From an optimization exercise on the open Yosys and OpenROAD flow, aimed at small area and a short achievable clock period; shortcuts taken in it are not production practice. Only simulation tests tie the RTL to the original design; equivalence was not proved. No activity file was given, so power comes from the tool's default toggle rates.

## ecc144_codec
module ecc144_codec (
    input  wire         clk,
    input  wire         rst,
    input  wire         in_valid,
    input  wire         in_op,         
    input  wire [2:0]   in_src,
    input  wire [127:0] in_data,
    input  wire [15:0]  in_check,
    output reg          out_valid,
    output reg  [127:0] out_data,
    output reg  [15:0]  out_check,
    output reg  [1:0]   out_status,
    output reg  [5:0]   out_sym,
    output reg  [3:0]   out_err,
    output reg  [15:0]  corr_cnt,
    output reg  [15:0]  uncorr_cnt,
    output reg  [2:0]   last_src,
    output reg  [5:0]   last_sym,
    output reg  [3:0]   last_err
);
For scale: about 1700 cells after synthesis, roughly 370 flip-flops.
clock: 7.5 ns
lec_check: 0
cap_margin: 20
core_margin: 2
core_utilization: 40
cts_buf_list: sky130_fd_sc_hd__clkbuf_8
cts_cluster_diameter: 50
cts_cluster_size: 16
setup_slack_margin: 4.5
slew_margin: 20
tns_end_percent: 30
standard.sh (not shown) runs the stock make flow with config.mk's settings and CLKGATE_MAP_FILE= SYNTH_SCRIPT=/design/flow/synth_recipe.tcl, a recipe that flattens the netlist after the stock synthesis.
==> flow/flow/run.sh <==
#!/bin/bash
# The standard layout, with every port buffered by a buf_2 cell instead of the default
# clkdlybuf4s50_1 (smaller and faster); the tools' output goes to standard.log here.
set -euo pipefail
export BUFFER_PORTS_ARGS="-buffer_cell sky130_fd_sc_hd__buf_2"
bash standard.sh > standard.log 2>&1
Rerun with:
SETUP_SLACK_MARGIN = 3.8   (was 4.5)
TNS_END_PERCENT = default   (was 30)
After rerunning:
- final area went down by 3.8%
- critical path depth went up by 1
- routed wire length went down by 1.9%
- core utilization went down by 1.9 points
- clock skew went up by 5.6 ps
- sequential power is about the same
- clock-buffer cell count went up by 6
- total power went down by 5.8%
- setup slack gets worse by 510 ps

ecc144_codec again, from the RTL that the note above started with.
Settings: LEC_CHECK=0, CAP_MARGIN=20, CORE_MARGIN=2, CORE_UTILIZATION=40, CTS_BUF_LIST=sky130_fd_sc_hd__clkbuf_8, CTS_CLUSTER_DIAMETER=50, CTS_CLUSTER_SIZE=16, SETUP_SLACK_MARGIN=4.6, SLEW_MARGIN=20; clock period 7.5 ns.
Scripts as last shown in full above: flow/flow/run.sh
Change:
==> flow/flow/run.sh (replaced) <==
#!/bin/bash
# The standard layout, with every port buffered by a buf_1 cell instead of the default
# clkdlybuf4s50_1 (smaller and faster); the tools' output goes to standard.log here.
set -euo pipefail
export BUFFER_PORTS_ARGS="-buffer_cell sky130_fd_sc_hd__buf_1"
bash standard.sh > standard.log 2>&1
- SETUP_SLACK_MARGIN: 4.6 -> 4.5
Result: Worst setup slack loses 160 ps. Design area drops by 4.5%. Final cell count drops by 0.87%. Utilization falls by 2.3 points. Via count shrinks by about 2.3%. Sequential power barely changes. Non-clock buffer count goes down by 24. Global-route usage falls by 0.46 points.
Change:
==> flow/flow/run.sh (replaced) <==
#!/bin/bash
# The standard layout, with every port buffered by a buf_2 cell instead of the default
# clkdlybuf4s50_1 (smaller and faster); the tools' output goes to standard.log here.
set -euo pipefail
export BUFFER_PORTS_ARGS="-buffer_cell sky130_fd_sc_hd__buf_2"
bash standard.sh > standard.log 2>&1
- CORE_UTILIZATION: 40 -> 55
- PLACE_DENSITY: default -> 0.85
The new run finished with timing, DRC and antenna clean.
Area after synthesis does not change.
Non-clock buffer count fell by 2.
Routed wire length is lower by a few percent.
Final area drops slightly.
Core utilization went up by 18 points.
Die area decreases by a quarter to a third.
Total power decreases by a few percent.
Change:
- CORE_UTILIZATION: 55 -> 40
- PLACE_DENSITY: 0.85 -> default
- SETUP_SLACK_MARGIN: 4.5 -> 4.2
After rerunning:
- The changed run ran to the end with no violations
- combinational power is lower by 5.5%
- via count is lower by 3.7%
- sequential power is about the same
- cell count is higher by 6.0%
- power hardly moves
- sequential share of layout area is about the same
Change:
- SETUP_SLACK_MARGIN: 4.2 -> 4.8
=>
- area after synthesis stays the same
- setup slack improved by 450 ps
- via count is higher by 5.2%
- hold slack is about the same
- design area is higher by 16%
- clock power is lower by about 4%
- clock-buffer cell count is lower by 2
- routed wire length is higher by about 7.5%

==> separate check: timing with driven ports <==
How much do the figures lean on ideal ports? The routed layouts below were timed once more, with nothing changed but the port constraints. Step 1, drivers: a clkbuf_16 drives clk and a buf_2 each remaining input, both assumed. Step 2, shift: input delay + t, output delay - t, t = (earliest + latest rising clock arrival at the registers) / 2. This alone moves slack from input paths to output paths. Slacks: ideal ports / drivers / drivers and shift; pairs: ideal ports / drivers.
| run | t, ns | setup slack, ns | latest minus earliest clock arrival (ns) | worst register clock-pin slew, ns |
|---|---|---|---|---|
| the first run of note 1 | 0.661 | 4.377 / 4.410 / 3.749 | 0.034 / 0.033 | 0.10 / 0.10 |
| the second run of note 1 | 0.663 | 3.869 / 3.869 / 3.606 | 0.038 / 0.038 | 0.10 / 0.10 |
| the first run of note 2 | 0.653 | 4.593 / 4.615 / 3.962 | 0.038 / 0.039 | 0.10 / 0.10 |
| the second run of note 2 | 0.658 | 4.430 / 4.430 / 3.846 | 0.046 / 0.046 | 0.10 / 0.10 |
| the third run of note 2 | 0.670 | 4.493 / 4.521 / 3.851 | 0.017 / 0.018 | 0.10 / 0.10 |
| the fourth run of note 2 | 0.669 | 4.221 / 4.228 / 3.588 | 0.035 / 0.035 | 0.10 / 0.10 |
| the fifth run of note 2 | 0.661 | 4.673 / 4.673 / 4.134 | 0.037 / 0.037 | 0.10 / 0.10 |
After both steps setup and hold are still met in every run listed. The setup slack of the third run of note 2, which loses most, moves by +0.028 ns with the drivers and by -0.642 ns with both steps.
